This design comes from an exercise in tuning for small area, a short achievable clock period and few clock cycles per item on the open sky130 flow, not from production work. Function was not checked in any run shown here: the RTL went through the layout flow alone. Power is estimated from default activity; no workload was simulated.

--- flow/standard.sh ---
#!/bin/bash
# synth_recipe.tcl (not shown) runs the flow's synth.tcl, then flattens the netlist and writes it again
# the make line also repeats each setting of config.mk as NAME=value (left out here)
make -C /OpenROAD-flow-scripts/flow DESIGN_CONFIG=/design/flow/config.mk WORK_HOME=/design/flow/orfs CLKGATE_MAP_FILE= SYNTH_SCRIPT=/design/flow/synth_recipe.tcl "${@:-finish}"
--- flow/constraint.sdc ---
create_clock -name core_clock -period 5.5 [get_ports {clk}]
set_input_delay 1.1000 -clock core_clock [delete_from_list [all_inputs] [get_ports {clk}]]
set_output_delay 1.1000 -clock core_clock [all_outputs]
set_load 0.01 [all_outputs]
--- flow/config.mk ---
export PLATFORM = sky130hd
export DESIGN_NAME = pq_engine
export DESIGN_NICKNAME = pq_engine
export VERILOG_FILES = /design/flow/design.v
export SDC_FILE = /design/flow/constraint.sdc
export NUM_CORES = 4
export LEC_CHECK = 0
export CAP_MARGIN = 20
export CORE_MARGIN = 2
export CORE_UTILIZATION = 45
export CTS_BUF_LIST = sky130_fd_sc_hd__clkbuf_8
export SETUP_SLACK_MARGIN = 2.5
export SLEW_MARGIN = 20
--- flow/flow/run.sh ---
#!/bin/bash
# Standard layout, with the port buffers made from buf_2 instead of the
# default delay buffers.
export BUFFER_PORTS_ARGS="-buffer_cell sky130_fd_sc_hd__buf_2"
bash standard.sh > standard.log 2>&1
--- flow/design.v ---
module gf_mul64 (
    input  wire [63:0] a,
    input  wire [7:0]  c,
    output wire [63:0] p
);
  wire [63:0] m;                 
  assign m[0] = c[0];
  assign m[1] = c[1];
  assign m[2] = c[2];
  assign m[3] = c[3];
  assign m[4] = c[4];
  assign m[5] = c[5];
  assign m[6] = c[6];
  assign m[7] = c[7];
  assign m[8] = c[7];
  assign m[9] = c[0];
  assign m[10] = c[1] ^ c[7];
  assign m[11] = c[2] ^ c[7];
  assign m[12] = c[3] ^ c[7];
  assign m[13] = c[4];
  assign m[14] = c[5];
  assign m[15] = c[6];
  assign m[16] = c[6];
  assign m[17] = c[7];
  assign m[18] = c[0] ^ c[6];
  assign m[19] = c[1] ^ c[6] ^ c[7];
  assign m[20] = c[2] ^ c[6] ^ c[7];
  assign m[21] = c[3] ^ c[7];
  assign m[22] = c[4];
  assign m[23] = c[5];
  assign m[24] = c[5];
  assign m[25] = c[6];
  assign m[26] = c[5] ^ c[7];
  assign m[27] = c[0] ^ c[5] ^ c[6];
  assign m[28] = c[1] ^ c[5] ^ c[6] ^ c[7];
  assign m[29] = c[2] ^ c[6] ^ c[7];
  assign m[30] = c[3] ^ c[7];
  assign m[31] = c[4];
  assign m[32] = c[4];
  assign m[33] = c[5];
  assign m[34] = c[4] ^ c[6];
  assign m[35] = c[4] ^ c[5] ^ c[7];
  assign m[36] = c[0] ^ c[4] ^ c[5] ^ c[6];
  assign m[37] = c[1] ^ c[5] ^ c[6] ^ c[7];
  assign m[38] = c[2] ^ c[6] ^ c[7];
  assign m[39] = c[3] ^ c[7];
  assign m[40] = c[3] ^ c[7];
  assign m[41] = c[4];
  assign m[42] = c[3] ^ c[5] ^ c[7];
  assign m[43] = c[3] ^ c[4] ^ c[6] ^ c[7];
  assign m[44] = c[3] ^ c[4] ^ c[5];
  assign m[45] = c[0] ^ c[4] ^ c[5] ^ c[6];
  assign m[46] = c[1] ^ c[5] ^ c[6] ^ c[7];
  assign m[47] = c[2] ^ c[6] ^ c[7];
  assign m[48] = c[2] ^ c[6] ^ c[7];
  assign m[49] = c[3] ^ c[7];
  assign m[50] = c[2] ^ c[4] ^ c[6] ^ c[7];
  assign m[51] = c[2] ^ c[3] ^ c[5] ^ c[6];
  assign m[52] = c[2] ^ c[3] ^ c[4];
  assign m[53] = c[3] ^ c[4] ^ c[5];
  assign m[54] = c[0] ^ c[4] ^ c[5] ^ c[6];
  assign m[55] = c[1] ^ c[5] ^ c[6] ^ c[7];
  assign m[56] = c[1] ^ c[5] ^ c[6] ^ c[7];
  assign m[57] = c[2] ^ c[6] ^ c[7];
  assign m[58] = c[1] ^ c[3] ^ c[5] ^ c[6];
  assign m[59] = c[1] ^ c[2] ^ c[4] ^ c[5];
  assign m[60] = c[1] ^ c[2] ^ c[3] ^ c[7];
  assign m[61] = c[2] ^ c[3] ^ c[4];
  assign m[62] = c[3] ^ c[4] ^ c[5];
  assign m[63] = c[0] ^ c[4] ^ c[5] ^ c[6];
  genvar l, k;
  generate
    for (l = 0; l < 8; l = l + 1) begin : lane
      for (k = 0; k < 8; k = k + 1) begin : bt
        assign p[8*l+k] = ^({m[56+k], m[48+k], m[40+k], m[32+k],
                             m[24+k], m[16+k], m[8+k], m[k]} & a[8*l +: 8]);
      end
    end
  endgenerate
endmodule
module pq_gpow (
    input  wire [3:0] x,
    output reg  [7:0] gx,
    output reg  [7:0] gnx
);
  always @(*) begin
    case (x)
      4'd0: begin gx = 8'h01; gnx = 8'h01; end
      4'd1: begin gx = 8'h02; gnx = 8'h8E; end
      4'd2: begin gx = 8'h04; gnx = 8'h47; end
      4'd3: begin gx = 8'h08; gnx = 8'hAD; end
      4'd4: begin gx = 8'h10; gnx = 8'hD8; end
      4'd5: begin gx = 8'h20; gnx = 8'h6C; end
      4'd6: begin gx = 8'h40; gnx = 8'h36; end
      4'd7: begin gx = 8'h80; gnx = 8'h1B; end
      4'd8: begin gx = 8'h1D; gnx = 8'h83; end
      4'd9: begin gx = 8'h3A; gnx = 8'hCF; end
      4'd10: begin gx = 8'h74; gnx = 8'hE9; end
      4'd11: begin gx = 8'hE8; gnx = 8'hFA; end
      4'd12: begin gx = 8'hCD; gnx = 8'h7D; end
      4'd13: begin gx = 8'h87; gnx = 8'hB0; end
      4'd14: begin gx = 8'h13; gnx = 8'h58; end
      default: begin gx = 8'h26; gnx = 8'h2C; end
    endcase
  end
endmodule
module pq_k1 (
    input  wire [3:0] x,
    input  wire [3:0] y,
    output reg  [7:0] k
);
  always @(*) begin
    case (y - x)
      4'd0: k = 8'h00;
      4'd1: k = 8'hF4;
      4'd2: k = 8'hA7;
      4'd3: k = 8'h9D;
      4'd4: k = 8'h72;
      4'd5: k = 8'hED;
      4'd6: k = 8'h5F;
      4'd7: k = 8'h54;
      4'd8: k = 8'hA0;
      4'd9: k = 8'hA9;
      4'd10: k = 8'hFB;
      4'd11: k = 8'h74;
      4'd12: k = 8'h85;
      4'd13: k = 8'hE4;
      4'd14: k = 8'hC0;
      default: k = 8'h8A;
    endcase
  end
endmodule
module pq_rdd0 (
    input  wire [3:0] y,
    output reg  [7:0] r0,
    output reg  [7:0] c0
);
  always @(*) begin
    case (y)
      4'd0: begin r0 = 8'h00; c0 = 8'h00; end
      4'd1: begin r0 = 8'hF7; c0 = 8'h03; end
      4'd2: begin r0 = 8'h53; c0 = 8'hF4; end
      4'd3: begin r0 = 8'h27; c0 = 8'hBA; end
      4'd4: begin r0 = 8'hE4; c0 = 8'h96; end
      4'd5: begin r0 = 8'hC7; c0 = 8'h2A; end
      4'd6: begin r0 = 8'hBE; c0 = 8'hE1; end
      4'd7: begin r0 = 8'hA8; c0 = 8'hFC; end
      4'd8: begin r0 = 8'h5D; c0 = 8'hFD; end
      4'd9: begin r0 = 8'h4F; c0 = 8'hE6; end
      4'd10: begin r0 = 8'hEB; c0 = 8'h10; end
      4'd11: begin r0 = 8'hE8; c0 = 8'h9C; end
      4'd12: begin r0 = 8'h17; c0 = 8'h92; end
      4'd13: begin r0 = 8'hD5; c0 = 8'h31; end
      4'd14: begin r0 = 8'h9D; c0 = 8'h5D; end
      default: begin r0 = 8'h09; c0 = 8'h83; end
    endcase
  end
endmodule
module pq_engine (
    input  wire        clk,
    input  wire        rst,
    input  wire        cmd_valid,
    output wire        cmd_ready,
    input  wire [2:0]  cmd_op,
    input  wire [1:0]  cmd_width,    
    input  wire [3:0]  cmd_x,
    input  wire [3:0]  cmd_y,
    input  wire [7:0]  cmd_rows,     
    input  wire        in_valid,
    output wire        in_ready,
    input  wire [63:0] in_data,
    output reg         out_valid,
    input  wire        out_ready,
    output wire [63:0] out_a,
    output wire [63:0] out_b
);
  localparam OP_GEN = 3'd0;
  localparam OP_RDP = 3'd1;
  localparam OP_RDQ = 3'd2;
  localparam OP_RDD = 3'd3;
  localparam OP_RMW = 3'd4;
  localparam OP_CHK = 3'd5;
  function [7:0] xt;             
    input [7:0] v;
    xt = {v[6:0], 1'b0} ^ (v[7] ? 8'h1D : 8'h00);
  endfunction
  function [1:0] step;
    input [3:0] p;
    input       rec, dd;         
    input [3:0] mx, my;
    reg         sk1, sk2;
    begin
      sk1  = (rec && p + 4'd1 == mx) || (dd && p + 4'd1 == my);
      sk2  = dd && p + 4'd2 == my;
      step = !sk1 ? 2'd1 : sk2 ? 2'd3 : 2'd2;
    end
  endfunction
  function [7:0] xi;             
    input [7:0] v;
    xi = {1'b0, v[7:1]} ^ (v[0] ? 8'h8E : 8'h00);
  endfunction
  reg        c_act;              
  reg [2:0]  c_op;
  reg [3:0]  c_x, c_y, c_dl, c_cnt;
  reg [7:0]  c_rows;             
  reg [1:0]  c_tl, c_p0, c_s0;
  reg [7:0]  c_off, c_tq;        
  reg        c_fa;
  reg        first;              
  reg        last;               
  reg        ll;                 
  reg        upd;                
  reg [3:0]  dl;                 
  reg [1:0]  tix;                
  reg [3:0]  pos;                
  reg [1:0]  s;                  
  reg [7:0]  r;                  
  reg [7:0]  coef;               
  reg        ea;                 
  reg        rdy_free, rdy_wait;
  assign in_ready  = rdy_free || (rdy_wait && out_ready);
  assign cmd_ready = !c_act || (ll && in_valid);
  wire beat = in_valid && in_ready;
  wire take = cmd_valid && cmd_ready;
  wire [63:0] prod;
  gf_mul64 u_mul (.a(in_data), .c(coef), .p(prod));
  reg [63:0] acc_a, acc_b;
  assign out_a = acc_a;
  assign out_b = acc_b;
  wire keep = !(beat && first);
  always @(posedge clk) begin
    acc_a <= (acc_a & {64{keep}}) ^ (in_data & {64{beat & ea}})
           ^ (prod & {64{beat & c_fa}});
    acc_b <= (acc_b & {64{keep}}) ^ (prod & {64{beat}});
  end
  wire [7:0] i_gx, i_gnx, i_k1, i_dr0, i_dc0;
  pq_gpow u_gpow (.x(cmd_x), .gx(i_gx), .gnx(i_gnx));
  pq_k1   u_k1   (.x(cmd_x), .y(cmd_y), .k(i_k1));
  pq_rdd0 u_rdd0 (.y(cmd_y), .r0(i_dr0), .c0(i_dc0));
  wire [3:0] i_w  = (cmd_width == 2'd0) ? 4'd3 : (cmd_width == 2'd1) ? 4'd7 : 4'd15;
  wire       i_x0 = (cmd_x == 4'd0);
  reg  [3:0] i_dl;               
  reg  [1:0] i_tl;               
  reg  [7:0] i_off, i_tq, i_r0, i_c0;
  wire       i_rec = (cmd_op == OP_RDP) || (cmd_op == OP_RDQ) || (cmd_op == OP_RDD);
  wire       i_dd  = (cmd_op == OP_RDD);
  wire [1:0] i_p0  = (i_rec && i_x0) ? ((i_dd && cmd_y == 4'd1) ? 2'd2 : 2'd1) : 2'd0;
  wire [1:0] i_s0  = (i_rec && cmd_x == 4'd1) ? ((i_dd && cmd_y == 4'd2) ? 2'd3 : 2'd2) :
                     (i_dd && i_x0 && cmd_y == 4'd2) ? 2'd2 : 2'd1;
  always @(*) begin
    i_dl  = i_w;
    i_tl  = 2'd0;
    i_off = 8'h00;
    i_tq  = 8'h01;
    i_r0  = 8'h01;
    i_c0  = 8'h01;
    case (cmd_op)
      OP_RDP: begin
        i_dl  = i_w - 4'd1;
        i_off = 8'h01;
        i_tq  = i_gnx;
        i_r0  = i_x0 ? 8'h02 : i_gnx;
        i_c0  = i_x0 ? 8'h03 : (i_gnx ^ 8'h01);
      end
      OP_RDQ: begin
        i_dl  = i_w - 4'd1;
        i_off = i_gx;
        i_r0  = i_x0 ? 8'h02 : 8'h01;
        i_c0  = i_x0 ? 8'h03 : (i_gx ^ 8'h01);
      end
      OP_RDD: begin              
        i_dl  = i_w - 4'd2;
        i_tl  = 2'd1;
        i_off = i_k1;
        i_tq  = i_k1;
        i_r0  = i_x0 ? i_dr0 : i_k1;
        i_c0  = i_dc0;
      end
      OP_RMW: begin
        i_tl  = 2'd3;
        i_off = i_gx;
        i_c0  = 8'h00;
      end
      OP_CHK: i_tl = 2'd1;
      default: ;
    endcase
  end
  wire       rec   = (c_op == OP_RDP) || (c_op == OP_RDQ) || (c_op == OP_RDD);
  wire [7:0] r1    = xt(r);
  wire [7:0] r2    = xt(r1);
  wire [7:0] r3    = xt(r2);
  wire [3:0] pos_n = pos + {2'b00, s};
  wire [7:0] r_n   = (s == 2'd1) ? r1 : (s == 2'd2) ? r2 : r3;
  wire [1:0] s_n   = step(pos_n, rec, c_op == OP_RDD, c_x, c_y);
  wire       d_n   = upd && (dl != 4'd0);        
  wire [1:0] t_n   = upd ? 2'd0 : tix + 2'd1;    
  wire       l_n   = d_n ? (dl == 4'd1 && c_op == OP_GEN) : (t_n == c_tl);
  reg [7:0] tr_coef;
  reg       tr_ea;
  always @(*) begin
    tr_coef = c_off;
    tr_ea   = 1'b1;
    case (c_op)
      OP_CHK: begin
        tr_coef = t_n[0] ? c_tq : 8'h00;
        tr_ea   = !t_n[0];
      end
      OP_RDP: begin
        tr_coef = c_tq;
        tr_ea   = 1'b0;
      end
      OP_RDD: begin
        tr_coef = t_n[0] ? c_tq : c_off;
        tr_ea   = !t_n[0];
      end
      OP_RMW: begin
        tr_coef = t_n[1] ? c_off : t_n[0] ? c_tq : 8'h00;
        tr_ea   = t_n[1] || !t_n[0];
      end
      default: ;
    endcase
  end
  wire       c_x0 = (c_x == 4'd0);
  reg  [7:0] c_r0;
  always @(*) begin
    case (c_op)
      OP_RDP:  c_r0 = c_x0 ? 8'h02 : c_tq;
      OP_RDQ:  c_r0 = c_x0 ? 8'h02 : 8'h01;
      OP_RDD:  c_r0 = !c_x0 ? c_tq : (c_y == 4'd1) ? xt(xt(c_tq)) : xt(c_tq);
      default: c_r0 = 8'h01;
    endcase
  end
  wire rowend = beat && last;
  wire c_done = rowend && (c_rows == 8'd0);
  wire again  = rowend && (c_rows != 8'd0);      
  wire act_n  = take || (c_act && !c_done);
  wire [3:0] cnt_n = take ? ((cmd_op == OP_RDD) ? cmd_x : 4'd0)
                          : (c_cnt != 4'd0) ? c_cnt - 4'd1 : 4'd0;
  wire first_n = take || again || (first && !beat);
  wire ov_n    = rowend || (out_valid && !out_ready);
  always @(posedge clk) begin
    if (rst) begin
      c_act     <= 1'b0;
      out_valid <= 1'b0;
      rdy_free  <= 1'b0;
      rdy_wait  <= 1'b0;
      ll        <= 1'b0;
    end else begin
      c_act     <= act_n;
      out_valid <= ov_n;
      c_cnt     <= cnt_n;
      rdy_free  <= act_n && (cnt_n == 4'd0) && (!first_n || !ov_n);
      rdy_wait  <= act_n && (cnt_n == 4'd0) && first_n && ov_n;
      if (take) begin
        c_op   <= cmd_op;
        c_x    <= cmd_x;
        c_y    <= cmd_y;
        c_dl   <= i_dl;
        c_tl   <= i_tl;
        c_rows <= cmd_rows;
        c_off  <= i_off;
        c_tq   <= i_tq;
        c_p0   <= i_p0;
        c_s0   <= i_s0;
        c_fa   <= (cmd_op == OP_RDP) || (cmd_op == OP_RDD);
      end else begin
        if (rowend) c_rows <= c_rows - 8'd1;
        if (c_cnt != 4'd0) c_tq <= xi(c_tq);
      end
      if (take) begin
        first <= 1'b1;
        last  <= 1'b0;
        ll    <= 1'b0;
        upd   <= (cmd_op != OP_RMW);
        dl    <= i_dl;
        tix   <= 2'd0;
        pos   <= {2'b00, i_p0};
        s     <= i_s0;
        r     <= i_r0;
        coef  <= i_c0;
        ea    <= 1'b1;
      end else if (c_cnt != 4'd0) begin
        r     <= xi(r);
        coef  <= xi(r) ^ c_off;
      end else if (again) begin
        first <= 1'b1;
        last  <= 1'b0;
        ll    <= 1'b0;
        upd   <= (c_op != OP_RMW);
        dl    <= c_dl;
        tix   <= 2'd0;
        pos   <= {2'b00, c_p0};
        s     <= c_s0;
        r     <= c_r0;
        coef  <= (c_op == OP_RMW) ? 8'h00 : c_r0 ^ c_off;
        ea    <= 1'b1;
      end else if (beat) begin
        first <= 1'b0;
        last  <= l_n;
        ll    <= l_n && (c_rows == 8'd0);
        upd   <= d_n;
        dl    <= dl - 4'd1;
        tix   <= t_n;
        pos   <= pos_n;
        s     <= s_n;
        r     <= r_n;
        if (d_n) begin
          coef <= r_n ^ c_off;
          ea   <= 1'b1;
        end else begin
          coef <= tr_coef;
          ea   <= tr_ea;
        end
      end
    end
  end
endmodule
==> results of run 1 <==
-- worst max-delay path, cell delays in order, from the launching register on --
cell and delay, ns:
edfxtp_1 0.38, ha_2 0.21, inv_2 0.04, fa_2 0.61, inv_2 0.07, ha_4 0.18, xnor2_4 0.13, xor2_1 0.17
or4_1 0.49, o22ai_2 0.15, and3_1 0.18, o21ai_1 0.07
-- registers in the layout, summed over array words and instances, names as in the netlist, 3 cells and up --
| register | flops |
|---|---|
| r | 8 |
| c_dl | 4 |
| acc_a | 64 |
| c_x | 4 |
| c_rows | 8 |
| c_y | 4 |
| coef | 8 |
| dl | 4 |
| c_tq | 8 |
| c_op | 3 |
| c_cnt | 4 |
| acc_b | 64 |
| c_off | 8 |
| pos | 4 |
-- cell families after synthesis --
family                     synth area share
AOI/OAI and AO/OA                     0.127
xor gates and xnor gates              0.317
adders and majority gates            0.0166
buffers and inverters                0.0492
DFF                                   0.250
muxes                                0.0236
and+or+nand+nor                       0.217
-- cell type report --
class                      instances  area, um2  share of cell area
multi-input combinational       2202      14800               0.635
sequential                       215       5120               0.219
timing repair buffer             276       1590              0.0680
tap                              600        751              0.0321
clock buffer                      49        674              0.0289
clock inverter                    27        224             0.00959
inverter                          40        161             0.00691
antenna                            1       2.50            0.000107
-- layout by cell type, fill, tap and decap left out, types with 35 or more instances in the layout --
cell type / count
xnor2_1: 345
clkbuf_8: 50
nand2_1: 802
dfxtp_1: 133
inv_1: 47
o21ai_0: 94
buf_4: 46
xor2_1: 165
o211ai_1: 35
edfxtp_1: 82
xnor3_1: 75
nand3_1: 37
nor2_1: 161
a21oi_1: 119
buf_2: 216
-- metal layers --
metal | part of all wire | track usage
met5 | 0.00036 | 0
met4 | 0.037 | 0.119
met3 | 0.074 | 0.0521
met2 | 0.48 | 0.502
met1 | 0.41 | 0.383
-- what timing repair did --
item / CTS / global route
pin swaps: 0 / 8
gates cloned: 0 / 0
setup endpoints to repair: 138 / 96
setup buffers: 20 / 6
resized for setup: 22 / 42
-- how the worst min path moves through the flow --
stage / from / end / depth (start not counted)
global placement: acc_b[15] / acc_b[15] / 2
CTS: acc_b[31] / acc_b[31] / 2
floorplan: acc_b[11] / acc_b[11] / 2
global route: acc_b[63] / acc_b[63] / 2
detailed placement: acc_b[31] / acc_b[31] / 2
finish: acc_b[15] / acc_b[15] / 2
-- power groups by stage --
stage	combinational [mW]	sequential, mW	clock, mW
floorplan	4.39	2.64	0
global placement	6.04	2.55	0
CTS	6.28	2.52	1.82
global route	6.85	2.58	1.89
finish	6.35	2.52	1.78
detailed placement	6.13	2.57	0
==> impl_metrics.yaml, run 1 <==
outcome:
  outcome: "finished clean"
clock_tree:
  clk-insertion-delay-late_ns: 0.63
  root_buffer: "clkbuf_8"
  cts_tree: "yes"
  cts_buffers: 42
  hold_buffers: 0
  clock_path_buffers: 3
  h-tree-depth: 2
  cts_sinks: 215
  clkTransAtPathRegs_ns: 0.06
detailed_routing:
  drt_wl_total_um: 71600
  drc: 0
  wl_per_cell_um: 21.0
  ant_nets: 0
  post_drt_via_cell_ratio: 5.58
  vias: 19000
  first_pass_iters: 6
  drt_iter0_drc: 1596
sta:
  fin_hold_ws_ns: 0.470
  drv_slew: 0
  worst_slack_ns: 2.57
  tns_ns: 0
  period_share: 0.533
  max_slew_margin: 0.284
  max_freq_mhz: 341
  period_needed_ns: 2.93
  setup_viol: 0
  skew_ns: 0.0230
  rsz0062_at_grt: "yes"
  tightestPinTransition_ns: 1.07
  hold_viol_final: 0
placement:
  io_buffers: 220
  dp.cells: 3307
  pre_cts_ws_ns: 1.64
  dpl.hpwl_um: 50300
  dpl_cell_area_um2: 21900
  gp_congestion: 0.961
worst_hold_path:
  hold_path_class: "reg -> reg"
worst_setup_path:
  r2r-start: "s[0]"
  rr_endpoint: "s[0]"
  crit_start: "s[0]"
  worstPathArrival_ns: 3.31
  start_kind: "flop"
  worstPathRequired_ns: 5.88
  end_kind: "flop"
  reg2reg_depth: 11
  cp_max_fo: 3
  crit_end: "s[0]"
  path_class: "reg -> reg"
  rrSetupSlack_ns: 2.57
finish:
  final_nets: 2893
  final_cell_area_um2: 23400
  final_cells: 3410
  fin_util: 0.517
  drive_gt1_frac: 0.152
  area_delta_synth_final_pct: 14.0
  n_fill_cell: 4402
grt:
  antenna_found_initial: 3
  globalRouteOverflowTotal: 0
  grt_pass1_wl_um: 110000
  grt_pass1_vias: 18200
  grt_max_degree: 85
  grtUsageTotal: 0.300
power_and_ir_drop:
  p_leak_nw: 9.89
  intPower_mw: 6.12
  p_per_area_nw_per_um2: 456
  pwr-share-seq: 0.236
  share_clk_of_total_power: 0.167
  p_sw_frac: 0.426
  ir_drop_uv: 260
  combPwrFrac: 0.596
  power.total_mw: 10.7
  p_switching_mw: 4.54
die:
  rows: 78
  pin_count: 221
  start_util: 0.453
  die_x_um: 217
  coreArea_um2: 45200
  die_h_um: 217
  dieArea_um2: 47200
synth:
  synth_ff_type: "dfxtp_1"
  ys_top_cells_by_area: "xnor2_1 15%, nand2_1 15%, dfxtp_1 13%"
  synth_common_cells: "806 x nand2_1, 359 x xnor2_1, 173 x xor2_1, 162 x nor2_1, 159 x clkbuf_1"
  syn_inst: 2673
  synth_area_um2: 20500
  synth_area_per_cell_um2: 7.66
  async_flop_share: 0
  synth-edff-count: 82
  postSynthRegisterBits: 215
  yosysMostFrequentCell: "nand2_1"
  yosysTopAreaCell: "xnor2_1"
  ys_warn_count: 4
  synth_top_area_frac: 0.153
  syn_nets: 2789
  ys_seq_area_frac: 0.250
  synth_cell_types: 74
run:
  max_cap_violations: 0
==> run 2: changes to the inputs <==
--- a/flow/config.mk
+++ b/flow/config.mk
@@ -10,4 +10,4 @@
 export CORE_UTILIZATION = 45
 export CTS_BUF_LIST = sky130_fd_sc_hd__clkbuf_8
-export SETUP_SLACK_MARGIN = 2.5
+export SETUP_SLACK_MARGIN = 2.75
 export SLEW_MARGIN = 20
==> run 2 against run 1 <==
Cell count is 1.2% higher. Hold slack worse by 0.0018 ns. Combinational power is 6.8% higher. First-iteration DRC count is 12% higher. Clock skew is 0.024 ns higher. Non-clock buffer count is 36 higher. Core utilization is 1.9 points higher. Sequential cell count stayed put. Critical path depth is 2 lower. Count of clock-buffer cells in the layout is 2 lower. Wire length is 1.2% higher. Sequential power hardly changed.
==> impl_metrics.yaml, run 2 <==
outcome:
  outcome: "finished clean"
synth:
  syn_inst: 2673
  syn_nets: 2789
  synth_top_area_frac: 0.153
  ys_seq_area_frac: 0.250
  synth_common_cells: "806 x nand2_1, 359 x xnor2_1, 173 x xor2_1, 162 x nor2_1, 159 x clkbuf_1"
  async_flop_share: 0
  synth_cell_types: 74
  yosysMostFrequentCell: "nand2_1"
  ys_warn_count: 4
  synth_area_um2: 20500
  synth_ff_type: "dfxtp_1"
  yosysTopAreaCell: "xnor2_1"
  postSynthRegisterBits: 215
  synth_area_per_cell_um2: 7.66
  synth-edff-count: 82
  ys_top_cells_by_area: "xnor2_1 15%, nand2_1 15%, dfxtp_1 13%"
clock_tree:
  cts_sinks: 215
  clkTransAtPathRegs_ns: 0.06
  cts_tree: "yes"
  h-tree-depth: 2
  hold_buffers: 0
  root_buffer: "clkbuf_8"
  clk-insertion-delay-late_ns: 0.63
  cts_buffers: 42
  clock_path_buffers: 3
detailed_routing:
  first_pass_iters: 6
  wl_per_cell_um: 21.0
  drt_wl_total_um: 72500
  post_drt_via_cell_ratio: 5.64
  vias: 19500
  drt_iter0_drc: 1791
  drc: 0
  ant_nets: 0
worst_setup_path:
  r2r-start: "coef[5]"
  end_kind: "flop"
  start_kind: "flop"
  path_class: "reg -> reg"
  crit_end: "acc_b[44]"
  critPathSlowestCell: "edfxtp_1"
  crit_buf_inv: 2
  crit_start: "coef[5]"
  cp_cell_sequence: "buf_6 > xnor2_4 > xnor2_4 > buf_6 > nand2_1 > xnor3_1 > xnor3_1 > mux2i_1 > a21oi_1"
  cp_max_fo: 13
  rrSetupSlack_ns: 2.71
  cp_slowest_stage_delay_ns: 0.52
  cp_num_cells: 9
  rr_endpoint: "acc_b[44]"
  reg2reg_depth: 9
  cp_top_family: "XOR/XNOR gates"
  worstPathArrival_ns: 3.27
  worstPathRequired_ns: 5.98
die:
  coreArea_um2: 45200
  die_h_um: 217
  start_util: 0.453
  pin_count: 221
  dieArea_um2: 47200
  rows: 78
  die_x_um: 217
grt:
  globalRouteOverflowTotal: 0
  grtUsageTotal: 0.293
  antenna_found_initial: 6
  grt_pass1_wl_um: 107000
  grt_max_degree: 85
  grt_pass1_vias: 18300
sta:
  skew_ns: 0.0472
  hold_viol_final: 0
  setup_viol: 0
  max_slew_margin: 0.282
  period_share: 0.507
  tightestPinTransition_ns: 1.07
  rsz0062_at_grt: "yes"
  tns_ns: 0
  drv_slew: 0
  period_needed_ns: 2.79
  max_freq_mhz: 359
finish:
  drive_gt1_frac: 0.177
  top_regs: "acc_a x64, acc_b x64"
  final_nets: 2932
  area_delta_synth_final_pct: 18.2
  mostFrequentLayoutCells: "802 x nand2_1, 338 x xnor2_1, 214 x buf_2"
  layout_commonest_cell: "nand2_1"
  fin_util: 0.536
placement:
  dpl.hpwl_um: 49300
  gp_congestion: 0.945
  io_buffers: 220
worst_hold_path:
  hold_path_class: "reg -> reg"
run:
  max_cap_violations: 0
power_and_ir_drop:
  p_per_area_nw_per_um2: 448
  ir_drop_uv: 216
  p_leak_nw: 10.2
==> run 2: cells by family (layout without fill, tap and decap cells) <==
group           after synthesis  count (layout)  synth area share
buf+inv                     256             427            0.0492
simple gates               1104            1106             0.217
other cells                   0               4                 0
xor+xnor                    614             614             0.317
fa+ha+maj                    26              26            0.0166
mux                          45              45            0.0236
flops                       215             215             0.250
compound gates              413             414             0.127
==> run 2: repair_timing <==
item | CTS | global route
buffers inserted | 44 | 18
cloned | 0 | 7
gates resized for setup | 83 | 71
pin swaps | 15 | 24
setup endpoints to repair | 162 | 124
==> run 2: routing by layer <==
layer,share of wire,track usage,routed length [um],up-vias
li1,-,-,-,9093
met1,0.41,0.379,29900,9344
met4,0.040,0.116,2900,4
met5,0.00039,0,28,-
met2,0.47,0.479,33800,837
met3,0.081,0.0622,5870,182
==> run 2: worst min path at each step <==
stage | slack, ns | startpoint | end | depth (start not counted)
6_report | 0.47 | acc_b[31] | acc_b[31] | 2
5_1_grt | 0.48 | acc_b[31] | acc_b[31] | 2
4_1_cts | 0.47 | acc_b[31] | acc_b[31] | 2
3_5_place_dp | 0.46 | acc_b[31] | acc_b[31] | 2
3_3_place_gp | 0.46 | acc_b[22] | acc_b[22] | 2
2_1_floorplan | 0.49 | acc_b[11] | acc_b[11] | 2
==> run 2: layout make-up <==
| cell class | count | area (um2) |
|---|---|---|
| Clock inverter | 28 | 125 |
| Fill cell | 4272 | 21000 |
| Inverter | 40 | 169 |
| Sequential cell | 215 | 5120 |
| Tap cell | 600 | 751 |
| Antenna cell | 4 | 10.0 |
| Timing Repair Buffer | 312 | 2080 |
| Multi-Input combinational cell | 2205 | 15300 |
| Clock buffer | 47 | 647 |
==> run 2: worst min-delay path, delay by kind of cell, from the launching register on <==
family | cells | cell delay, ns
xor gates and xnor gates | 1 | 0.06
DFF | 1 | 0.30
and+or+nand+nor | 1 | 0.06
==> run 2: where the power goes <==
part	switching, mW	total, mW	leakage [nW]	internal (mW)
combinational	3.54	6.78	7.85	3.25
sequential	0.358	2.51	1.88	2.15
clock	0.763	1.55	0.467	0.782
==> run 2: per-stage QoR <==
stage / std cells / total power [mW] / instance area (um2) / worst slack, ns / hold WS [ns]
5_1_grt: 3450 / 11.5 / 24200 / 2.62 / 0.481
3_3_place_gp: 3303 / 8.58 / 21900 / 1.65 / 0.457
6_report: 3451 / 10.8 / 24200 / 2.71 / 0.468
2_1_floorplan: 2673 / 7.04 / 20700 / 2.26 / 0.495
3_5_place_dp: 3303 / 8.69 / 21900 / 1.48 / 0.462
4_1_cts: 3422 / 10.6 / 23600 / 2.71 / 0.469
==> run 3: changes to the inputs <==
--- a/flow/config.mk
+++ b/flow/config.mk
@@ -10,4 +10,4 @@
 export CORE_UTILIZATION = 45
 export CTS_BUF_LIST = sky130_fd_sc_hd__clkbuf_8
-export SETUP_SLACK_MARGIN = 2.75
+export SETUP_SLACK_MARGIN = 3.0
 export SLEW_MARGIN = 20
==> run 3 against run 2 <==
Still clean on timing, DRC and antenna. First-iteration DRC count up 25%. Register-to-register slack worse by 0.17 ns. Sequential cell count unchanged. Synthesized area unchanged. Fmax down 5.8%. Worst setup slack worse by 0.17 ns. Clock power up 21%. Global-route usage up 2.0 points. Via count up 8.7%. Total power up 21%. Wire length up 14%. Critical path type unchanged. Largest power group unchanged. Highest routed layer unchanged.
==> impl_metrics.yaml, run 3 <==
die:
  pin_count: 221
  coreArea_um2: 45200
  start_util: 0.453
  dieArea_um2: 47200
  die_x_um: 217
  die_h_um: 217
  rows: 78
worst_setup_path:
  critPathSlowestCell: "xnor3_2"
  worstPathArrival_ns: 3.53
  cp_cell_sequence: "buf_12 > buf_6 > xor2_4 > xnor2_4 > buf_4 > clkbuf_16 > nand2_1 > xnor2_2 > xnor3_2 > nor2_2 > xnor2_1"
  crit_start: "coef[7]"
  start_kind: "flop"
  worstPathRequired_ns: 6.07
  reg2reg_depth: 11
  end_kind: "flop"
  crit_buf_inv: 4
  cp_top_family: "XOR/XNOR gates"
  rrSetupSlack_ns: 2.54
  rr_endpoint: "acc_a[37]"
  r2r-start: "coef[7]"
  cp_max_fo: 5
  cp_slowest_stage_delay_ns: 0.60
  path_class: "reg -> reg"
finish:
  drive_gt1_frac: 0.295
  final_nets: 3098
  fin_util: 0.614
  top_regs: "acc_a x64, acc_b x64"
  mostFrequentLayoutCells: "740 x nand2_1, 287 x xnor2_1, 208 x buf_2"
  area_delta_synth_final_pct: 35.4
  layout_commonest_cell: "nand2_1"
worst_hold_path:
  min-delay-start: "acc_b[22]"
  hold_path_class: "reg -> reg"
  whs_path_depth: 2
  whs_endpoint: "acc_b[22]"
power_and_ir_drop:
  p_switching_mw: 5.53
  ir_drop_uv: 368
  share_clk_of_total_power: 0.144
  pwr-share-seq: 0.193
  combPwrFrac: 0.663
  p_leak_nw: 12.0
  intPower_mw: 7.53
  p_sw_frac: 0.423
  p_per_area_nw_per_um2: 471
sta:
  rsz0062_at_grt: "yes"
  hold_viol_final: 0
  period_share: 0.538
  max_freq_mhz: 338
  tightestPinTransition_ns: 1.15
  skew_ns: 0.0385
  setup_viol: 0
  drv_slew: 0
  max_slew_margin: 0.231
  period_needed_ns: 2.96
  tns_ns: 0
detailed_routing:
  post_drt_via_cell_ratio: 5.85
  drc: 0
  vias: 21200
  drt_iter0_drc: 2238
  drt_wl_total_um: 82700
  ant_nets: 0
  wl_per_cell_um: 22.9
  first_pass_iters: 6
grt:
  grt_pass1_wl_um: 114000
  antenna_found_initial: 4
  grt_max_degree: 85
  grt_pass1_vias: 19200
  grtUsageTotal: 0.313
  globalRouteOverflowTotal: 0
synth:
  syn_inst: 2673
  syn_nets: 2789
  synth_area_um2: 20500
  ys_seq_area_frac: 0.250
  yosysTopAreaCell: "xnor2_1"
  synth_common_cells: "806 x nand2_1, 359 x xnor2_1, 173 x xor2_1, 162 x nor2_1, 159 x clkbuf_1"
  synth-edff-count: 82
  synth_area_per_cell_um2: 7.66
  ys_warn_count: 4
  synth_top_area_frac: 0.153
  ys_top_cells_by_area: "xnor2_1 15%, nand2_1 15%, dfxtp_1 13%"
  async_flop_share: 0
  synth_ff_type: "dfxtp_1"
  yosysMostFrequentCell: "nand2_1"
  synth_cell_types: 74
  postSynthRegisterBits: 215
clock_tree:
  cts_buffers: 44
  root_buffer: "clkbuf_8"
  clkTransAtPathRegs_ns: 0.06
  clock_path_buffers: 3
  cts_tree: "yes"
  h-tree-depth: 2
  hold_buffers: 0
  clk-insertion-delay-late_ns: 0.68
  cts_sinks: 215
placement:
  io_buffers: 220
  dpl.hpwl_um: 47400
  gp_congestion: 0.910
run:
  max_cap_violations: 0
outcome:
  outcome: "finished clean"
[run 3: cell types whose count changed in the layout (fill, tap and decap cells not counted), sizes merged]
cell and change:
buf +150, diode -1, bufbuf +8, xor2 +1
nand2 -1, inv -7, clkinv +4, a21boi -1
clkbuf +5, clkinvlp +1, and2 +2, bufinv +5
[run 3: layout make-up]
cell class / instances / area (um2)
Inverter: 40 / 185
Clock buffer: 47 / 647
Antenna cell: 3 / 7.51
Tap cell: 600 / 751
Multi-Input combinational cell: 2206 / 16600
Timing Repair Buffer: 475 / 4160
Sequential cell: 215 / 5120
Clock inverter: 31 / 302
Fill cell: 3794 / 17500
[run 3: cells by family (layout without fill, tap and decap cells)]
group | count (synthesis) | in the layout | synth area share
AND/OR/NAND/NOR | 1104 | 1107 | 0.217
flip-flops | 215 | 215 | 0.250
XOR/XNOR | 614 | 615 | 0.317
adder cells (fa/ha/maj) | 26 | 26 | 0.0166
buffers and inverters | 256 | 593 | 0.0492
AO/OA/AOI/OAI | 413 | 413 | 0.127
multiplexers | 45 | 45 | 0.0236
other | 0 | 3 | 0
[run 3: routing by layer]
metal / up-vias / global-route usage / share of wire
li1: 9430 / - / -
met3: 408 / 0.0594 / 0.095
met4: 2 / 0.152 / 0.070
met2: 1272 / 0.529 / 0.47
met1: 10000 / 0.384 / 0.37
met5: - / 0 / 0.000097
[run 3: worst max path at each step]
stage / endpoint / cells past startpoint
6_report: acc_a[37] / 11
5_1_grt: acc_a[37] / 11
4_1_cts: s[0] / 11
3_5_place_dp: r[6] / 9
3_3_place_gp: c_tq[0] / 9
2_1_floorplan: r[6] / 11
[run 3: stage by stage]
stage / power, mW / hold slack [ns] / cell area (um2) / worst slack, ns / cells
2_1_floorplan: 7.05 / 0.495 / 20900 / 2.26 / 2673
3_3_place_gp: 8.51 / 0.457 / 21900 / 1.68 / 3304
5_1_grt: 13.6 / 0.497 / 27700 / 2.53 / 3616
4_1_cts: 11.6 / 0.477 / 25500 / 2.79 / 3510
3_5_place_dp: 8.62 / 0.466 / 21900 / 1.64 / 3304
6_report: 13.1 / 0.472 / 27700 / 2.54 / 3617
[run 3: timing repair]
item / in CTS / in global routing
resized for setup: 253 / 287
setup buffers: 114 / 94
endpoints found under the hold margin: 0 / 0
setup endpoints to repair: 197 / 151
pin swaps: 107 / 216
gates cloned: 14 / 10
[run 3: worst min-delay path: cells and delay by family (launching register included)]
kind,cells,cell delay (ns)
flops,1,0.31
simple gates,1,0.06
xor+xnor,1,0.06
[run 3: power by group through the flow]
| stage | clock (mW) | combinational, mW | sequential [mW] |
|---|---|---|---|
| 4_1_cts | 1.91 | 7.22 | 2.51 |
| 3_3_place_gp | 0 | 5.99 | 2.53 |
| 6_report | 1.88 | 8.66 | 2.52 |
| 3_5_place_dp | 0 | 6.07 | 2.55 |
| 2_1_floorplan | 0 | 4.41 | 2.64 |
| 5_1_grt | 1.99 | 9.07 | 2.57 |
==> run 4: changes to the inputs <==
--- a/flow/config.mk
+++ b/flow/config.mk
@@ -10,4 +10,6 @@
 export CORE_UTILIZATION = 45
 export CTS_BUF_LIST = sky130_fd_sc_hd__clkbuf_8
-export SETUP_SLACK_MARGIN = 3.0
+export CTS_CLUSTER_DIAMETER = 60
+export CTS_CLUSTER_SIZE = 16
+export SETUP_SLACK_MARGIN = 2.75
 export SLEW_MARGIN = 20
==> run 4 against run 3 <==
Register-to-register slack gained 0.20 ns. Highest routed layer unchanged. Largest power group unchanged. Critical path type is now in -> reg. Sequential cell count is the same. Wire length shrank 12%. Total power shrank 17%. Global-route usage shrank 2.4 points. Non-clock buffer count shrank 139. Still clean on timing, DRC and antenna.
==> impl_metrics.yaml, run 4 <==
outcome:
  outcome: "finished clean"
sta:
  drv_slew: 0
  skew_ns: 0.0287
  tns_ns: 0
  max_freq_mhz: 360
  hold_viol_final: 0
  setup_viol: 0
  period_needed_ns: 2.78
  period_share: 0.505
  max_slew_margin: 0.295
  rsz0062_at_grt: "yes"
  tightestPinTransition_ns: 1.06
finish:
  area_delta_synth_final_pct: 18.2
  layout_commonest_cell: "nand2_1"
  n_fill_cell: 4269
  final_nets: 2943
  fin_util: 0.536
  top_regs: "acc_a x64, acc_b x64"
  drive_gt1_frac: 0.182
  mostFrequentLayoutCells: "802 x nand2_1, 339 x xnor2_1, 214 x buf_2"
die:
  die_x_um: 217
  rows: 78
  die_h_um: 217
  pin_count: 221
  start_util: 0.453
  coreArea_um2: 45200
  dieArea_um2: 47200
synth:
  synth_cell_types: 74
  synth_common_cells: "806 x nand2_1, 359 x xnor2_1, 173 x xor2_1, 162 x nor2_1, 159 x clkbuf_1"
  synth_top_area_frac: 0.153
  postSynthRegisterBits: 215
  synth_area_per_cell_um2: 7.66
  synth-edff-count: 82
  synth_area_um2: 20500
  ys_top_cells_by_area: "xnor2_1 15%, nand2_1 15%, dfxtp_1 13%"
  syn_inst: 2673
  async_flop_share: 0
  synth_ff_type: "dfxtp_1"
  yosysTopAreaCell: "xnor2_1"
  ys_warn_count: 4
  syn_nets: 2789
  yosysMostFrequentCell: "nand2_1"
  ys_seq_area_frac: 0.250
clock_tree:
  cts_tree: "yes"
  root_buffer: "clkbuf_8"
  clock_path_buffers: 3
  clkTransAtPathRegs_ns: 0.09
  cts_sinks: 215
  cts_buffers: 29
  h-tree-depth: 1
  hold_buffers: 0
  clk-insertion-delay-late_ns: 0.66
detailed_routing:
  first_pass_iters: 5
  wl_per_cell_um: 21.1
  ant_nets: 0
  drt_iter0_drc: 1710
  drc: 0
  vias: 19500
  drt_wl_total_um: 73000
  post_drt_via_cell_ratio: 5.64
worst_setup_path:
  cp_slowest_stage_delay_ns: 0.37
  path_class: "in -> reg"
  critPathSlowestCell: "o31ai_1"
  cp_max_fo: 15
  end_kind: "flop"
  cp_cell_sequence: "buf_6 > inv_8 > ha_4 > nor2b_4 > o21ai_0 > a21boi_2 > o31ai_1 > a21oi_2 > o31ai_1 > o21ai_0"
  worstPathArrival_ns: 3.17
  worstPathRequired_ns: 5.89
  start_kind: "input pin"
grt:
  antenna_found_initial: 4
  grt_pass1_vias: 18000
  globalRouteOverflowTotal: 0
  grtUsageTotal: 0.289
  grt_max_degree: 85
  grt_pass1_wl_um: 106000
worst_hold_path:
  hold_path_class: "reg -> reg"
power_and_ir_drop:
  p_per_area_nw_per_um2: 446
  p_leak_nw: 10.2
  ir_drop_uv: 221
placement:
  io_buffers: 220
  dpl.hpwl_um: 49300
  gp_congestion: 0.945
run:
  max_cap_violations: 0
[run 4: cell counts after synthesis]
Identical to the previous run, type by type.
[run 4: final cells by class]
class / count / area [um2] / share of cell area
Timing Repair Buffer: 336 / 2270 / 0.0938
Clock buffer: 30 / 413 / 0.0171
Clock inverter: 24 / 258 / 0.0106
Sequential cell: 215 / 5120 / 0.212
Inverter: 40 / 169 / 0.00698
Antenna cell: 1 / 2.50 / 0.000103
Multi-Input combinational cell: 2205 / 15200 / 0.629
Tap cell: 600 / 751 / 0.0310
[run 4: critical path: cells and delay by family]
family,cells,cell delay [ns]
AND/OR/NAND/NOR,1,0.14
adder cells (fa/ha/maj),1,0.28
buffers and inverters,2,0.22
AO/OA/AOI/OAI,6,1.42
[run 4: per-stage QoR]
step | instances | setup slack [ns] | hold slack (ns) | area [um2] | power (mW)
detailed placement | 3303 | 1.48 | 0.462 | 21900 | 8.69
finish | 3451 | 2.72 | 0.473 | 24200 | 10.8
global route | 3451 | 2.66 | 0.490 | 24200 | 11.4
global placement | 3303 | 1.65 | 0.457 | 21900 | 8.58
CTS | 3398 | 2.71 | 0.477 | 23400 | 10.4
floorplan | 2673 | 2.26 | 0.495 | 20700 | 7.04
[run 4: kinds of logic after synthesis]
group,count (synthesis),share of synthesized area
mux,45,0.0236
xor+xnor,614,0.317
fa+ha+maj,26,0.0166
flops,215,0.250
simple gates,1104,0.217
compound gates,413,0.127
buf+inv,256,0.0492
[run 4: layer usage]
metal / vias up / wire (um) / global-route usage / part of all wire
li1: 9088 / - / - / -
met1: 9352 / 30100 / 0.377 / 0.41
met3: 191 / 5950 / 0.0546 / 0.081
met5: - / 29 / 0 / 0.00040
met2: 822 / 33700 / 0.475 / 0.46
met4: 4 / 3190 / 0.112 / 0.044
[run 4: worst paths after layout]
| path | end | startpoint | slack (ns) | cells after the start |
|---|---|---|---|---|
| min | acc_b[22] | acc_b[22] | 0.47 | 2 |
| max | c_off[0] | cmd_x[1] | 2.72 | 10 |
| max reg2reg | s[0] | s[0] | 2.74 | 11 |
| min reg2reg | acc_b[22] | acc_b[22] | 0.47 | 2 |
[run 4: where the power goes]
group / internal [mW] / switching (mW)
sequential: 2.14 / 0.361
combinational: 3.30 / 3.56
clock: 0.620 / 0.821
total: 6.06 / 4.74
[run 4: what timing repair did]
item | CTS | global route
resized for setup | 74 | 69
pin swaps | 12 | 22
buffers inserted | 41 | 43
gates cloned | 0 | 9
setup endpoints to repair | 162 | 105
==> run 5: changes to the inputs <==
--- a/flow/config.mk
+++ b/flow/config.mk
@@ -9,7 +9,7 @@
 export CORE_MARGIN = 2
 export CORE_UTILIZATION = 45
-export CTS_BUF_LIST = sky130_fd_sc_hd__clkbuf_8
-export CTS_CLUSTER_DIAMETER = 60
-export CTS_CLUSTER_SIZE = 16
+export CTS_BUF_LIST = sky130_fd_sc_hd__clkbuf_16
+export CTS_CLUSTER_DIAMETER = 80
+export CTS_CLUSTER_SIZE = 40
 export SETUP_SLACK_MARGIN = 2.75
 export SLEW_MARGIN = 20
==> run 5 against run 4 <==
Still clean on timing, DRC and antenna. Cell area increased by 1.3%. Total power grew 2.7%. Largest cell class unchanged. Count of clock-buffer cells in the layout shrank 9. Combinational power up 1%. Clock power is 15% higher. Synthesized cell count is the same.
==> impl_metrics.yaml, run 5 <==
die:
  start_util: 0.453
  die_x_um: 217
  pin_count: 221
  dieArea_um2: 47200
  coreArea_um2: 45200
  die_h_um: 217
  rows: 78
synth:
  yosysMostFrequentCell: "nand2_1"
  synth_area_per_cell_um2: 7.66
  postSynthRegisterBits: 215
  async_flop_share: 0
  yosysTopAreaCell: "xnor2_1"
  synth_ff_type: "dfxtp_1"
  synth_top_area_frac: 0.153
  synth_cell_types: 74
  syn_inst: 2673
  synth-edff-count: 82
  synth_common_cells: "806 x nand2_1, 359 x xnor2_1, 173 x xor2_1, 162 x nor2_1, 159 x clkbuf_1"
  ys_warn_count: 4
  ys_top_cells_by_area: "xnor2_1 15%, nand2_1 15%, dfxtp_1 13%"
  ys_seq_area_frac: 0.250
  syn_nets: 2789
  synth_area_um2: 20500
clock_tree:
  h-tree-depth: 1
  clk-insertion-delay-late_ns: 0.56
  cts_tree: "yes"
  clkTransAtPathRegs_ns: 0.09
  clock_path_buffers: 3
  cts_buffers: 20
  root_buffer: "clkbuf_16"
  cts_sinks: 215
finish:
  n_fill_cell: 4210
  final_cell_area_um2: 24500
  area_delta_synth_final_pct: 19.8
  multi_input_area_um2: 15300
  drive_gt1_frac: 0.185
  seqCellArea_um2: 5120
  final_nets: 2949
  layout_commonest_cell: "nand2_1"
  mostFrequentLayoutCells: "802 x nand2_1, 338 x xnor2_1, 214 x buf_2"
  final_cells: 3448
  top_regs: "acc_a x64, acc_b x64"
worst_setup_path:
  crit_buf_inv: 5
  cp_max_fo: 6
  cpMostUsedCell: "buf_4"
  critPathSlowestCell: "fa_2"
  cp_cell_sequence: "buf_12 > clkinvlp_4 > ha_4 > inv_2 > fa_2 > buf_4 > xor2_4 > buf_4 > nand3_2 > o22ai_2 > o21ai_0 > a41oi_1"
  worstPathRequired_ns: 5.88
  path_class: "in -> reg"
  start_kind: "input pin"
  crit_start: "cmd_y[0]"
  end_kind: "flop"
  cp_slowest_stage_delay_ns: 0.39
  cp_top_family: "compound AO/OA/AOI/OAI gates"
  worstPathArrival_ns: 3.22
  r2r-start: "s[0]"
grt:
  grt_pass1_wl_um: 107000
  grt_max_degree: 85
  globalRouteOverflowTotal: 0
  antenna_found_initial: 4
  grtUsageTotal: 0.290
  grt_pass1_vias: 18100
detailed_routing:
  post_drt_via_cell_ratio: 5.62
  drt_wl_total_um: 72900
  drc: 0
  ant_nets: 0
  first_pass_iters: 6
  drt_iter0_drc: 1788
  vias: 19400
  wl_per_cell_um: 21.2
placement:
  dpl.hpwl_um: 49300
  io_buffers: 220
  gp_congestion: 0.945
  pre_cts_ws_ns: 1.48
  dpl_cell_area_um2: 21900
  dp.cells: 3303
power_and_ir_drop:
  combPwrFrac: 0.625
  p_sw_frac: 0.432
  p_per_area_nw_per_um2: 452
  ir_drop_uv: 294
  pwr-share-seq: 0.226
  intPower_mw: 6.30
  p_leak_nw: 10.3
  share_clk_of_total_power: 0.150
  p_switching_mw: 4.79
sta:
  worst_slack_ns: 2.66
  skew_ns: 0.0298
  max_freq_mhz: 352
  setup_viol: 0
  hold_viol_final: 0
  period_needed_ns: 2.84
  tightestPinTransition_ns: 1.09
  drv_slew: 0
  rsz0062_at_grt: "yes"
  tns_ns: 0
  max_slew_margin: 0.271
  period_share: 0.517
run:
  max_cap_violations: 0
worst_hold_path:
  min-delay-start: "acc_b[63]"
  hold_path_class: "reg -> reg"
outcome:
  outcome: "finished clean"
==> run 5: worst min-delay path: stages (launching register included) <==
cell     delay [ns]
dfxtp_1        0.31
nand2_1        0.06
xor2_1         0.05
==> run 5: cells by family after synthesis <==
group	Yosys count	synth area share
AOI/OAI and AO/OA	413	0.127
xor gates and xnor gates	614	0.317
adders and majority gates	26	0.0166
buffers and inverters	256	0.0492
DFF	215	0.250
muxes	45	0.0236
and+or+nand+nor	1104	0.217
==> run 5: final timing paths <==
kind	to	slack (ns)	cells after the start
max reg2reg	s[0]	2.70	11
min reg2reg	acc_b[63]	0.47	2
max	c_tq[0]	2.66	12
min	acc_b[63]	0.47	2
==> run 5: repair_timing <==
item | 4_1_cts | 5_1_grt
setup endpoints to repair | 163 | 157
pin swaps | 23 | 33
hold buffers | 0 | 0
gates cloned | 0 | 9
buffers inserted | 50 | 49
gates resized for setup | 95 | 67
==> run 5: stage by stage <==
step	util	hold slack, ns	total power [mW]
3_3_place_gp	0.485	0.457	8.58
4_1_cts	0.523	0.475	10.7
5_1_grt	0.543	0.488	11.7
2_1_floorplan	-	0.495	7.04
6_report	0.543	0.472	11.1
3_5_place_dp	0.485	0.462	8.69
==> run 5: routing by layer <==
layer  part of all wire  routed length (um)  global-route usage
met5            0.00045                  33                   0
met4              0.046                3340               0.109
met3              0.082                5960              0.0477
met2               0.46               33800               0.476
met1               0.41               29800               0.382
==> run 5: power by group through the flow <==
stage          combinational (mW)  sequential [mW]  clock [mW]
2_1_floorplan                4.40             2.64           0
3_3_place_gp                 6.03             2.55           0
3_5_place_dp                 6.11             2.57           0
4_1_cts                      6.50             2.51        1.69
6_report                     6.93             2.51        1.66
5_1_grt                      7.43             2.56        1.74
==> run 5: area by class of cell <==
class                      instances  share of cell area
antenna                            1            0.000102
clock buffer                      21              0.0214
clock inverter                    15              0.0104
inverter                          40             0.00704
multi-input combinational       2204               0.622
sequential                       215               0.209
tap                              600              0.0306
timing repair buffer             352              0.0995
==> run 6: changes to the inputs <==
--- a/flow/design.v
+++ b/flow/design.v
@@ -206,5 +206,6 @@
   reg [1:0]  c_tl, c_p0, c_s0;
   reg [7:0]  c_off, c_tq;        
-  reg        c_fa;
+  reg        c_fa;               
+  reg        o_fa;               
   reg        first;              
   reg        last;               
@@ -226,10 +227,9 @@
   gf_mul64 u_mul (.a(in_data), .c(coef), .p(prod));
   reg [63:0] acc_a, acc_b;
-  assign out_a = acc_a;
+  assign out_a = acc_a ^ (acc_b & {64{o_fa}});
   assign out_b = acc_b;
   wire keep = !(beat && first);
   always @(posedge clk) begin
-    acc_a <= (acc_a & {64{keep}}) ^ (in_data & {64{beat & ea}})
-           ^ (prod & {64{beat & c_fa}});
+    acc_a <= (acc_a & {64{keep}}) ^ (in_data & {64{beat & ea}});
     acc_b <= (acc_b & {64{keep}}) ^ (prod & {64{beat}});
   end
@@ -349,4 +349,5 @@
       c_act     <= act_n;
       out_valid <= ov_n;
+      if (rowend) o_fa <= c_fa;
       c_cnt     <= cnt_n;
       rdy_free  <= act_n && (cnt_n == 4'd0) && (!first_n || !ov_n);
--- a/flow/config.mk
+++ b/flow/config.mk
@@ -9,7 +9,5 @@
 export CORE_MARGIN = 2
 export CORE_UTILIZATION = 45
-export CTS_BUF_LIST = sky130_fd_sc_hd__clkbuf_16
-export CTS_CLUSTER_DIAMETER = 80
-export CTS_CLUSTER_SIZE = 40
+export CTS_BUF_LIST = sky130_fd_sc_hd__clkbuf_8
 export SETUP_SLACK_MARGIN = 2.75
 export SLEW_MARGIN = 20
==> run 6 against run 5 <==
Critical endpoint is now s[0]. Synthesized cell count grew 1.5%. Non-clock buffer count shrank 24. Global-route usage shrank 0.10 points. Synthesized area grew 2.3%. Total power shrank 1.6%. Largest cell class unchanged. Count of clock-buffer cells in the layout grew 27. Via count grew 3.0%. Die area grew 2.2%. Still clean. Fmax shrank 3.8%. Worst setup slack lost 0.11 ns. First-iteration DRC count shrank 7.4%. Critical path type is now reg -> reg.
==> impl_metrics.yaml, run 6 <==
sta:
  drv_slew: 0
  period_share: 0.537
  worst_slack_ns: 2.54
  max_slew_margin: 0.341
  hold_viol_final: 0
  setup_viol: 0
  tightestPinTransition_ns: 0.989
  rsz0062_at_grt: "yes"
  tns_ns: 0
  max_freq_mhz: 338
  skew_ns: 0.0444
  fin_hold_ws_ns: 0.487
  period_needed_ns: 2.96
power_and_ir_drop:
  ir_drop_uv: 250
  combPwrFrac: 0.594
  share_clk_of_total_power: 0.165
  p_sw_frac: 0.417
  intPower_mw: 6.36
  power.total_mw: 10.9
  p_switching_mw: 4.55
  p_per_area_nw_per_um2: 433
  p_leak_nw: 10.7
  pwr-share-seq: 0.241
clock_tree:
  cts_tree: "yes"
  clk-insertion-delay-late_ns: 0.65
  clkTransAtPathRegs_ns: 0.06
  root_buffer: "clkbuf_8"
  hold_buffers: 0
  clock_path_buffers: 3
  h-tree-depth: 2
  cts_sinks: 216
  cts_buffers: 44
placement:
  io_buffers: 220
  dpl_cell_area_um2: 22400
  gp_congestion: 0.950
  dpl.hpwl_um: 47000
  pre_cts_ws_ns: 1.65
  dp.cells: 3345
worst_setup_path:
  cpMostUsedCell: "inv_2"
  cp_cell_sequence: "ha_2 > inv_2 > fa_2 > inv_2 > ha_4 > xnor2_4 > xor2_1 > or4_1 > o22ai_2 > a31oi_1 > mux2_4"
  cp_top_family: "adder cells"
  reg2reg_depth: 11
  cp_num_cells: 11
  start_kind: "flop"
  worstPathArrival_ns: 3.35
  worstPathRequired_ns: 5.90
  crit_buf_inv: 2
  cp_max_fo: 2
  path_class: "reg -> reg"
  critPathSlowestCell: "fa_2"
  cp_slowest_stage_delay_ns: 0.56
  end_kind: "flop"
synth:
  postSynthRegisterBits: 216
  synth_cell_types: 76
  synth_area_per_cell_um2: 7.72
  syn_nets: 2829
  synth_top_area_frac: 0.141
  synth_ff_type: "dfxtp_1"
  ys_warn_count: 4
  syn_inst: 2713
  yosysTopAreaCell: "nand2_1"
  synth_area_um2: 21000
  synth-edff-count: 83
  ys_seq_area_frac: 0.246
  ys_top_cells_by_area: "nand2_1 14%, xnor2_1 13%, dfxtp_1 13%"
  yosysMostFrequentCell: "nand2_1"
  async_flop_share: 0
  synth_common_cells: "785 x nand2_1, 316 x xnor2_1, 167 x xor2_1, 162 x clkbuf_1, 146 x a21oi_1"
worst_hold_path:
  whs_path_depth: 2
  hold_path_class: "reg -> reg"
detailed_routing:
  first_pass_iters: 6
  drt_iter0_drc: 1655
  post_drt_via_cell_ratio: 5.70
  wl_per_cell_um: 20.9
  drt_wl_total_um: 73000
  ant_nets: 0
  vias: 20000
  drc: 0
finish:
  top_regs: "acc_a x64, acc_b x64"
  final_nets: 2980
  layout_commonest_cell: "nand2_1"
  final_cell_area_um2: 25200
  n_fill_cell: 4254
  mostFrequentLayoutCells: "750 x nand2_1, 269 x xnor2_1, 210 x buf_2"
  fin_util: 0.545
  multi_input_area_um2: 15900
  drive_gt1_frac: 0.207
  insertedDiodeCount: 0
  area_delta_synth_final_pct: 20.2
  final_cells: 3501
  seqCellArea_um2: 5150
die:
  start_util: 0.453
  dieArea_um2: 48300
  pin_count: 221
  die_h_um: 220
  rows: 79
  die_x_um: 220
  coreArea_um2: 46300
grt:
  globalRouteOverflowTotal: 0
  grt_pass1_wl_um: 108000
  antenna_found_initial: 0
  grtUsageTotal: 0.289
  grt_pass1_vias: 18600
  grt_max_degree: 82
outcome:
  outcome: "finished clean"
run:
  max_cap_violations: 0
run 6: path summary, 6_finish.rpt:
check / from / endpoint / slack [ns]
worst min-delay path: acc_a[29] / acc_a[29] / 0.49
worst min register to register: acc_a[29] / acc_a[29] / 0.49
worst max-delay path: s[0] / s[0] / 2.54
worst max register to register: s[0] / s[0] / 2.54
run 6: metal layers:
metal	GRT usage	wire, um
met5	0	0
met4	0.132	3470
met3	0.0467	5290
met2	0.484	34800
met1	0.364	29500
run 6: area by class of cell:
cell class | instances | area share
inverter | 50 | 0.00805
tap | 607 | 0.0301
multi-input combinational | 2224 | 0.632
clock buffer | 48 | 0.0262
clock inverter | 28 | 0.00914
sequential | 216 | 0.205
timing repair buffer | 328 | 0.0901
run 6: kinds of logic (layout without fill, tap and decap cells):
group	Yosys count	in the layout	share of synthesized area
adders and majority gates	26	26	0.0162
and+or+nand+nor	1074	1074	0.208
AOI/OAI and AO/OA	482	482	0.144
DFF	216	216	0.246
buffers and inverters	274	454	0.0533
xor gates and xnor gates	570	571	0.296
muxes	71	71	0.0364
run 6: worst reg2reg max path, stage by stage, from the launching register on:
cell      delay, ns
edfxtp_1       0.36
ha_2           0.20
inv_2          0.04
fa_2           0.56
inv_2          0.06
ha_4           0.17
xnor2_4        0.12
xor2_1         0.15
or4_1          0.50
o22ai_2        0.18
a31oi_1        0.11
mux2_4         0.26
run 6: what timing repair did:
| action | CTS | global route |
|---|---|---|
| cloned | 4 | 5 |
| buffers inserted | 35 | 36 |
| endpoints found under the setup margin | 180 | 158 |
| pin swaps | 15 | 75 |
| gates resized for setup | 67 | 162 |
| endpoints found under the hold margin | 0 | 0 |
run 6: power groups by stage:
| stage | clock, mW | combinational [mW] | sequential [mW] |
|---|---|---|---|
| finish | 1.80 | 6.48 | 2.63 |
| floorplan | 0 | 4.48 | 2.52 |
| detailed placement | 0 | 5.89 | 2.62 |
| global route | 1.89 | 7.00 | 2.68 |
| CTS | 1.83 | 6.16 | 2.56 |
| global placement | 0 | 5.76 | 2.59 |

==> separate check: timing with driven ports <==
In the flow no input, the clock included, has a driving cell. The finished layouts below were timed again as built, in two steps. Step 1 sets driving cells, clkbuf_16 on the clock port and buf_2 on the other inputs (assumed; they add their load-dependent delay and slew). Step 2 moves the port delays by t, midway between the first and last clock arrival at a register: inputs arrive t later, outputs are due t later. That takes back most of the time a late clock gives input paths. Three values: no drivers, after step 1, after step 2; two values: the first two.
run | shift t [ns] | setup slack, ns | latest minus earliest clock arrival (ns)
run 1 | 0.678 | 2.567 / 2.567 / 1.941 | 0.023 / 0.024
run 2 | 0.656 | 2.714 / 2.714 / 2.083 | 0.047 / 0.048
run 3 | 0.722 | 2.543 / 2.543 / 2.124 | 0.041 / 0.041
run 4 | 0.703 | 2.723 / 2.717 / 2.031 | 0.031 / 0.031
run 5 | 0.601 | 2.656 / 2.665 / 2.063 | 0.031 / 0.031
run 6 | 0.679 | 2.544 / 2.500 / 2.029 | 0.046 / 0.046
After both steps every run listed still meets setup and hold. For run 4, which loses most, drivers alone change the setup slack by -0.006 ns; drivers and shift together by -0.692 ns.
